Source: an optimization exercise on an open RTL-to-GDS flow (aim: small area, a short achievable clock period and few clock cycles per item). Production flows keep margins and buffers that such runs may drop.
Function was checked by simulation only, so behaviour that the tests miss may differ from the original.

$ cat design/flow/run.sh
#!/bin/bash
# synth_recipe.tcl (not shown) runs the flow's synth.tcl, then flattens the netlist and writes it again
# the make line also repeats each setting of config.mk as NAME=value (left out here)
make -C /OpenROAD-flow-scripts/flow DESIGN_CONFIG=/design/flow/config.mk WORK_HOME=/design/flow/orfs CLKGATE_MAP_FILE= SYNTH_SCRIPT=/design/flow/synth_recipe.tcl finish
$ cat design/flow/config.mk
export PLATFORM = sky130hd
export DESIGN_NAME = narind_hmac
export DESIGN_NICKNAME = narind_hmac
export VERILOG_FILES = /design/flow/design.v
export SDC_FILE = /design/flow/constraint.sdc
export NUM_CORES = 4
export LEC_CHECK = 0
export CAP_MARGIN = 20
export CORE_MARGIN = 2
export CORE_UTILIZATION = 40
export SLEW_MARGIN = 20
$ cat design/flow/constraint.sdc
create_clock -name core_clock -period 10.0 [get_ports {clk}]
set_input_delay 2.0000 -clock core_clock [delete_from_list [all_inputs] [get_ports {clk}]]
set_output_delay 2.0000 -clock core_clock [all_outputs]
set_load 0.01 [all_outputs]
$ cat design/flow/design.v
module sha256_round (
    input  wire [31:0] a, b, c, d, e, f, g, h,
    input  wire [31:0] k,
    input  wire [31:0] w,
    output wire [31:0] a_new,
    output wire [31:0] e_new
);
    wire [31:0] s1  = {e[5:0], e[31:6]} ^ {e[10:0], e[31:11]} ^ {e[24:0], e[31:25]};
    wire [31:0] ch  = (e & f) ^ (~e & g);
    wire [31:0] s0  = {a[1:0], a[31:2]} ^ {a[12:0], a[31:13]} ^ {a[21:0], a[31:22]};
    wire [31:0] maj = (a & b) ^ (a & c) ^ (b & c);
    wire [31:0] ps = h ^ k ^ w;
    wire [31:0] pc_full = (h & k) | (h & w) | (k & w);
    wire [31:0] pcy = {pc_full[30:0], 1'b0};
    wire [31:0] q1s = ps ^ pcy ^ d;
    wire [31:0] q1c_f = (ps & pcy) | (ps & d) | (pcy & d);
    wire [31:0] q1c = {q1c_f[30:0], 1'b0};
    wire [31:0] r1s = s1 ^ ch ^ q1s;
    wire [31:0] r1c_f = (s1 & ch) | (s1 & q1s) | (ch & q1s);
    wire [31:0] r1c = {r1c_f[30:0], 1'b0};
    wire [31:0] r2s = r1s ^ r1c ^ q1c;
    wire [31:0] r2c_f = (r1s & r1c) | (r1s & q1c) | (r1c & q1c);
    wire [31:0] r2c = {r2c_f[30:0], 1'b0};
    assign e_new = r2s + r2c;
    wire [31:0] u1s = ps ^ pcy ^ maj;
    wire [31:0] u1c_f = (ps & pcy) | (ps & maj) | (pcy & maj);
    wire [31:0] u1c = {u1c_f[30:0], 1'b0};
    wire [31:0] v1s = s1 ^ ch ^ s0;
    wire [31:0] v1c_f = (s1 & ch) | (s1 & s0) | (ch & s0);
    wire [31:0] v1c = {v1c_f[30:0], 1'b0};
    wire [31:0] x1s = u1s ^ u1c ^ v1s;
    wire [31:0] x1c_f = (u1s & u1c) | (u1s & v1s) | (u1c & v1s);
    wire [31:0] x1c = {x1c_f[30:0], 1'b0};
    wire [31:0] y1s = x1s ^ x1c ^ v1c;
    wire [31:0] y1c_f = (x1s & x1c) | (x1s & v1c) | (x1c & v1c);
    wire [31:0] y1c = {y1c_f[30:0], 1'b0};
    assign a_new = y1s + y1c;
endmodule
module sha256_sched (
    input  wire [31:0] wm2,    
    input  wire [31:0] wm7,    
    input  wire [31:0] wm15,   
    input  wire [31:0] wm16,   
    output wire [31:0] wn
);
    wire [31:0] ls0 = {wm15[6:0], wm15[31:7]} ^ {wm15[17:0], wm15[31:18]} ^ (wm15 >> 3);
    wire [31:0] ls1 = {wm2[16:0], wm2[31:17]} ^ {wm2[18:0], wm2[31:19]} ^ (wm2 >> 10);
    wire [31:0] s1s = wm7 ^ wm16 ^ ls0;
    wire [31:0] s1c_f = (wm7 & wm16) | (wm7 & ls0) | (wm16 & ls0);
    wire [31:0] s1c = {s1c_f[30:0], 1'b0};
    wire [31:0] s2s = s1s ^ s1c ^ ls1;
    wire [31:0] s2c_f = (s1s & s1c) | (s1s & ls1) | (s1c & ls1);
    wire [31:0] s2c = {s2c_f[30:0], 1'b0};
    assign wn = s2s + s2c;
endmodule
module narind_hmac (
    input  wire         clk,
    input  wire         rst,         
    input  wire         start,
    input  wire [255:0] key,         
    output wire         idle,
    input  wire         in_valid,
    output wire         in_ready,
    input  wire [31:0]  in_data,
    input  wire         in_last,
    output wire         done,
    output wire [127:0] tag
);
    localparam [255:0] IV = {32'h6a09e667, 32'hbb67ae85, 32'h3c6ef372, 32'ha54ff53a,
                             32'h510e527f, 32'h9b05688c, 32'h1f83d9ab, 32'h5be0cd19};
    localparam [1:0] P_KO = 2'd0, P_KI = 2'd1, P_DATA = 2'd2, P_FIN = 2'd3;
    localparam [1:0] S_IDLE = 2'd0, S_XFER = 2'd1, S_ROUND = 2'd2, S_FINAL = 2'd3;
    reg [1:0]   st, ph;
    reg [5:0]   t;
    reg         rdy;           
    reg         done_r;
    reg         end_seen;      
    reg         pad80;         
    reg         lenok;         
    reg         lastb;         
    reg [8:0]   nwords;
    reg [31:0]  a, b, c, d, e, f, g, h;
    reg [31:0]  w [0:15];      
    reg [255:0] H;             
    reg [255:0] KO;            
    reg [31:0] kt;
    always @(*) begin
        case (t)
            6'd0:  kt = 32'h428a2f98; 6'd1:  kt = 32'h71374491;
            6'd2:  kt = 32'hb5c0fbcf; 6'd3:  kt = 32'he9b5dba5;
            6'd4:  kt = 32'h3956c25b; 6'd5:  kt = 32'h59f111f1;
            6'd6:  kt = 32'h923f82a4; 6'd7:  kt = 32'hab1c5ed5;
            6'd8:  kt = 32'hd807aa98; 6'd9:  kt = 32'h12835b01;
            6'd10: kt = 32'h243185be; 6'd11: kt = 32'h550c7dc3;
            6'd12: kt = 32'h72be5d74; 6'd13: kt = 32'h80deb1fe;
            6'd14: kt = 32'h9bdc06a7; 6'd15: kt = 32'hc19bf174;
            6'd16: kt = 32'he49b69c1; 6'd17: kt = 32'hefbe4786;
            6'd18: kt = 32'h0fc19dc6; 6'd19: kt = 32'h240ca1cc;
            6'd20: kt = 32'h2de92c6f; 6'd21: kt = 32'h4a7484aa;
            6'd22: kt = 32'h5cb0a9dc; 6'd23: kt = 32'h76f988da;
            6'd24: kt = 32'h983e5152; 6'd25: kt = 32'ha831c66d;
            6'd26: kt = 32'hb00327c8; 6'd27: kt = 32'hbf597fc7;
            6'd28: kt = 32'hc6e00bf3; 6'd29: kt = 32'hd5a79147;
            6'd30: kt = 32'h06ca6351; 6'd31: kt = 32'h14292967;
            6'd32: kt = 32'h27b70a85; 6'd33: kt = 32'h2e1b2138;
            6'd34: kt = 32'h4d2c6dfc; 6'd35: kt = 32'h53380d13;
            6'd36: kt = 32'h650a7354; 6'd37: kt = 32'h766a0abb;
            6'd38: kt = 32'h81c2c92e; 6'd39: kt = 32'h92722c85;
            6'd40: kt = 32'ha2bfe8a1; 6'd41: kt = 32'ha81a664b;
            6'd42: kt = 32'hc24b8b70; 6'd43: kt = 32'hc76c51a3;
            6'd44: kt = 32'hd192e819; 6'd45: kt = 32'hd6990624;
            6'd46: kt = 32'hf40e3585; 6'd47: kt = 32'h106aa070;
            6'd48: kt = 32'h19a4c116; 6'd49: kt = 32'h1e376c08;
            6'd50: kt = 32'h2748774c; 6'd51: kt = 32'h34b0bcb5;
            6'd52: kt = 32'h391c0cb3; 6'd53: kt = 32'h4ed8aa4a;
            6'd54: kt = 32'h5b9cca4f; 6'd55: kt = 32'h682e6ff3;
            6'd56: kt = 32'h748f82ee; 6'd57: kt = 32'h78a5636f;
            6'd58: kt = 32'h84c87814; 6'd59: kt = 32'h8cc70208;
            6'd60: kt = 32'h90befffa; 6'd61: kt = 32'ha4506ceb;
            6'd62: kt = 32'hbef9a3f7; default: kt = 32'hc67178f2;
        endcase
    end
    wire [31:0] a_new, e_new;
    sha256_round u_round (
        .a(a), .b(b), .c(c), .d(d), .e(e), .f(f), .g(g), .h(h),
        .k(kt), .w(w[15]), .a_new(a_new), .e_new(e_new)
    );
    wire [31:0] wnew;
    sha256_sched u_sched (.wm2(w[14]), .wm7(w[9]), .wm15(w[1]), .wm16(w[0]), .wn(wnew));
    wire        zero_ah = (st == S_XFER) ;
    wire [255:0] base = (ph == P_DATA) ? H : (ph == P_FIN) ? KO : IV;
    wire [255:0] ah   = zero_ah ? 256'd0 : {a, b, c, d, e, f, g, h};
    wire [255:0] sum;
    genvar gi;
    generate
        for (gi = 0; gi < 8; gi = gi + 1) begin : g_ff
            assign sum[32*gi +: 32] = base[32*gi +: 32] + ah[32*gi +: 32];
        end
    endgenerate
    wire        exec  = (st == S_ROUND) && rdy;
    wire [6:0]  idx   = (st == S_ROUND) ? ({1'b0, t} + {6'd0, exec}) : 7'd0;
    wire        sched = idx[6] | idx[5] | idx[4];
    wire [3:0]  ix    = idx[3:0];
    wire [31:0] hw    = H[255 - 32*ix[2:0] -: 32];
    wire [31:0] bitlen = {18'd0, nwords + 9'd16, 5'd0};
    wire dslot = (st == S_ROUND && ph == P_DATA && !sched) ||
                 (st == S_FINAL && ph == P_KI) ||
                 (st == S_FINAL && ph == P_DATA && !lastb);
    wire take  = dslot && !end_seen && in_valid;
    wire [1:0] fph = (st == S_FINAL && ph == P_KI) ? P_DATA : ph;
    reg [31:0] src;
    reg        avail;
    always @(*) begin
        avail = 1'b1;
        src   = 32'd0;
        if (sched) begin
            src = wnew;
        end else if (fph == P_KO || fph == P_KI) begin
            src = (fph == P_KO) ? 32'h5c5c5c5c : 32'h36363636;
            if (!ix[3]) src = src ^ hw;
        end else if (fph == P_FIN) begin
            if (!ix[3])              src = hw;
            else if (ix == 4'd8)     src = 32'h80000000;
            else if (ix == 4'd15)    src = 32'd768;
        end else begin
            if (!end_seen) begin
                src   = in_data;
                avail = in_valid;
            end else if (pad80) begin
                src   = 32'h80000000;
            end else if (ix == 4'd15 && lenok) begin
                src   = bitlen;
            end
        end
    end
    wire push = ((st == S_ROUND) || (st == S_XFER) ||
                 (st == S_FINAL && (ph == P_KI || (ph == P_DATA && !lastb)))) && avail;
    integer i;
    always @(posedge clk) begin
        if (push) begin
            for (i = 0; i < 15; i = i + 1)
                w[i] <= w[i+1];
            w[15] <= src;
        end
    end
    always @(posedge clk) begin
        if (exec) begin
            {b, c, d} <= {a, b, c};
            {f, g, h} <= {e, f, g};
            a <= a_new;
            e <= e_new;
        end else if (st == S_XFER ||
                     (st == S_FINAL && (ph == P_KI || (ph == P_DATA && !lastb)))) begin
            {a, b, c, d, e, f, g, h} <= sum;
        end
    end
    always @(posedge clk) begin
        if (st == S_IDLE) begin
            if (start) H <= key;
        end else if (st == S_FINAL && ph != P_KO) begin
            H <= sum;
        end
        if (st == S_FINAL && ph == P_KO)
            KO <= sum;
    end
    always @(posedge clk) begin
        if (rst) begin
            st     <= S_IDLE;
            done_r <= 1'b0;
        end else begin
            case (st)
                S_IDLE: begin
                    if (start) begin
                        st       <= S_XFER;
                        ph       <= P_KO;
                        done_r   <= 1'b0;
                        end_seen <= 1'b0;
                        pad80    <= 1'b0;
                        lenok    <= 1'b0;
                        lastb    <= 1'b0;
                        nwords   <= 9'd0;
                    end
                end
                S_XFER: begin
                    st  <= S_ROUND;
                    t   <= 6'd0;
                    rdy <= 1'b1;
                end
                S_ROUND: begin
                    if (exec) begin
                        t <= t + 6'd1;
                        if (t == 6'd63) st <= S_FINAL;
                    end
                    rdy <= push;
                end
                default: begin  
                    t   <= 6'd0;
                    rdy <= push;
                    case (ph)
                        P_KO: begin
                            ph <= P_KI;
                            st <= S_XFER;
                        end
                        P_KI: begin
                            ph <= P_DATA;
                            st <= S_ROUND;
                        end
                        P_DATA: begin
                            lenok <= 1'b1;
                            if (lastb) begin
                                ph <= P_FIN;
                                st <= S_XFER;
                            end else begin
                                st <= S_ROUND;
                            end
                        end
                        default: begin
                            done_r <= 1'b1;
                            st     <= S_IDLE;
                        end
                    endcase
                end
            endcase
            if (dslot && push) begin
                if (take) begin
                    nwords <= nwords + 9'd1;
                    if (in_last) begin
                        end_seen <= 1'b1;
                        pad80    <= 1'b1;
                    end
                end else if (end_seen) begin
                    if (pad80) begin
                        pad80 <= 1'b0;
                        lenok <= (ix <= 4'd13);
                    end else if (ix == 4'd15 && lenok) begin
                        lastb <= 1'b1;
                    end
                end
            end
            if (st == S_FINAL && ph == P_DATA && !lastb)
                ;  
        end
    end
    assign idle     = (st == S_IDLE);
    assign in_ready = dslot && !end_seen;
    assign done     = done_r;
    assign tag      = H[255:128];
endmodule
==> qor.yml <==
run_status:
  status: "finished clean"
worst_setup_path:
  setup.worst_path.start: "st[0]$_SDFFE_PP0P_"
  worstPathRequired_ps: 8000
  endpoint_kind: "output pin"
  worstPathArrival_ps: 5170
  cp_max_fo: 117
  crit_path_start_kind: "register"
  r2r_start: "st[0]$_SDFFE_PP0P_"
  crit_type: "register to output pin"
synth:
  synth_top_area_share_pct: 45.3
  ys.warnings.count: 3
  synthesis.area_um2: 86300
  ys_seq_elements: 1337
  synth_cells: 8278
  ys_top_cells_by_area: "edfxtp_1 (45%), fa_1 (6.7%), ha_1 (5.4%)"
  avgSynthCellArea_um2: 10.4
  async_flop_share_pct: 0
  ys_seq_area_share_pct: 46.1
  synth.most_common_cell: "edfxtp_1"
  yosysUniqueCellTypes: 98
  synth_ff_type: "edfxtp_1"
  synth_common_cells: "edfxtp_1 (1302), nand2_1 (995), o21ai_0 (700)"
  syn-num-nets: 9234
  synth_edf_count: 1302
  post-synth-top-area-cell: "edfxtp_1"
layout:
  multi_input_comb_area_um2: 42000
  drive_gt1_share_pct: 5.82
  syn_to_final_growth_pct: 13.0
  seqCellArea_um2: 39800
  fillers: 20100
  final_core_util_pct: 45.4
  nNetsFinal: 9322
grt:
  grt.overflow.total: 0
  grt_pass1_vias: 64600
  grtUsageTotal_pct: 32.5
  grt_max_degree: 184
  grt_first_pass_wirelength_um: 501000
  antenna_found_initial: 25
place:
  place_congestion: 1.05
  port_buffers: 423
  dp_hpwl_um: 280000
timing:
  fin_crit_ps: 7180
  hold_violations: 0
  finalMaxSlewViolations: 0
  fin_tns_setup_ps: 0
  period_share_pct: 71.8
  grt_setup_unrepaired: "false"
  hold_ws_ps: 392
  final-setup-viol-count: 0
  max_freq_ghz: 0.139
  max-slew-margin-rel_pct: 17.7
  tightest_slew_ps: 1230
  final.setup_skew_ps: 67.9
drt:
  vias_per_cell: 5.97
  routedWlPerCell_um: 32.1
  routed_wl_um: 364000
  drcViolationCount: 0
  dr_total_vias: 67800
  drt_iter0_markers: 8591
  drtPass1Iterations: 5
  drtAntennaViolNets: 0
die:
  core_area_um2: 215000
  row_count: 170
  die_w_um: 468
  die_h_um: 468
  ios: 424
  start_util_pct: 40.2
  dieArea_um2: 219000
cts:
  ctsHoldBuffers: 0
  clockBufferDepth: 3
  htreeDepth: 4
  tritoncts: "built"
  insertion_delay_ps: 860
  cts_buffers: 157
  cts.reportedPaths.clkPinSlew_ps: 70
  ctsResizeCount: 0
  post_cts_buffers: 0
  clkSinkCount: 1337
  clock-root-buffer: "clkbuf_16"
worst_hold_path:
  min_from: "w[12][24]$_DFFE_PP_"
  hp-class: "register to register"
job:
  drv_cap: 0
-- layer usage --
layer  GRT usage, %  part of all wire [%]  vias up
met3           5.78                   8.3      738
met5              0                 0.013        -
met1           42.4                    40    33800
li1               -                     -    29600
met2           50.0                    44     3586
met4           20.6                   7.6        8
-- sequential cells by signal (all words and copies together), names as in the netlist --
name,flops
nwords,9
pad80,1
g,32
t,6
b,32
st,2
rdy,1
h,32
end_seen,1
w,512
d,32
ph,2
c,32
KO,256
done_r,1
a,32
lenok,1
H,256
u_round.k,32
lastb,1
e,32
f,32
-- path summary, 6_finish.rpt --
check,endpoint,slack [ps],cells after the start
setup reg to reg,w[15][25]$_DFFE_PP_,3610,17
hold / removal,w[11][24]$_DFFE_PP_,390,0
hold reg to reg,w[11][24]$_DFFE_PP_,390,0
setup / recovery,in_ready,2830,12
-- cells by family (layout without fill, tap and decap cells) --
family          after synthesis  count (layout)  share of synthesized area, %
compound gates             2107            2107                          15.5
fa+ha+maj                   694             694                          12.5
mux                         154             154                          2.37
flops                      1337            1337                          46.1
buf+inv                    1123            1337                          5.50
simple gates               2272            2272                          12.0
other cells                   0              15                             0
xor+xnor                    591             591                          6.00
-- worst max-delay path, cell delays in order, from the launching register on --
cell,delay [ps]
dfxtp_1,370
inv_1,150
ha_1,680
nand2_4,360
inv_8,630
ha_1,320
ha_1,250
a31oi_1,100
a31oi_1,250
nor2_1,130
a31o_2,350
and2_1,230
clkdlybuf4s50_1,500
-- per-stage QoR --
| stage | cell area, µm² | setup WS (ps) | instances |
|---|---|---|---|
| after detailed placement | 92300 | 3330 | 11000 |
| after global placement | 92300 | 3240 | 11000 |
| after global routing | 97500 | 2640 | 11300 |
| after floorplan | 86300 | 1680 | 8278 |
| final | 97500 | 2830 | 11300 |
| after CTS | 97500 | 2810 | 11300 |
-- cells in the final DEF (no fill, tap or decap), drive strengths merged, types with 57 or more instances in the layout --
cell type / synthesis / routed
edfxtp: 1302 / 1302
nand2: 996 / 996
o21ai: 754 / 754
inv: 555 / 562
nor2: 478 / 478
a21oi: 431 / 431
clkdlybuf4s50: 0 / 423
xnor2: 395 / 395
ha: 374 / 374
fa: 289 / 289
nor2b: 270 / 270
xor2: 196 / 196
clkbuf: 378 / 177
a21o: 156 / 156
a2bb2oi: 132 / 132
nor3: 117 / 117
nand3: 109 / 109
mux2: 85 / 85
a211oi: 79 / 79
clkinv: 0 / 79
buf: 190 / 74
o21a: 64 / 64
a31oi: 61 / 61
and3: 59 / 59
o211ai: 57 / 57
-- final cells by class --
cell class	count	area share [%]
Multi-Input combinational cell	5818	43.0
Antenna cell	15	0.0385
Clock inverter	108	1.13
Timing Repair Buffer	497	5.05
Inverter	555	2.15
Sequential cell	1337	40.8
Clock buffer	177	4.13
Tap cell	2838	3.64
Testbench counts, summed over its fixed seeds: cycles 103,078, frames 192.

static timing again, ports no longer ideal:
Ports are ideal in the flow. The routed layout listed here was re-timed in OpenROAD. Step 1 (the two cells are an assumption about what drives the block):
set clk [get_ports {clk}]
set_driving_cell -lib_cell sky130_fd_sc_hd__clkbuf_16 $clk
set_driving_cell -lib_cell sky130_fd_sc_hd__buf_2 [delete_from_list [all_inputs] $clk]
Step 2 adds t to the input delays and takes it off the output delays; t is the mean of the earliest and latest rising clock arrival at the registers after step 1. Input paths then give back, and output paths get back, about the clock's delay inside the block. a / b / c = ideal ports / drivers / drivers and shift; a / b = the first two.
shift t [ns]: 0.931
setup slack, ns: 2.825 / 2.722 / 3.198
slew at the worst register clock pin (ns): 0.07 / 0.07
worst slew at a driven data input, ns: 0.08
After both steps setup and hold are still met in this run. For this run, drivers alone change the setup slack by -0.103 ns; drivers and shift together by +0.373 ns.
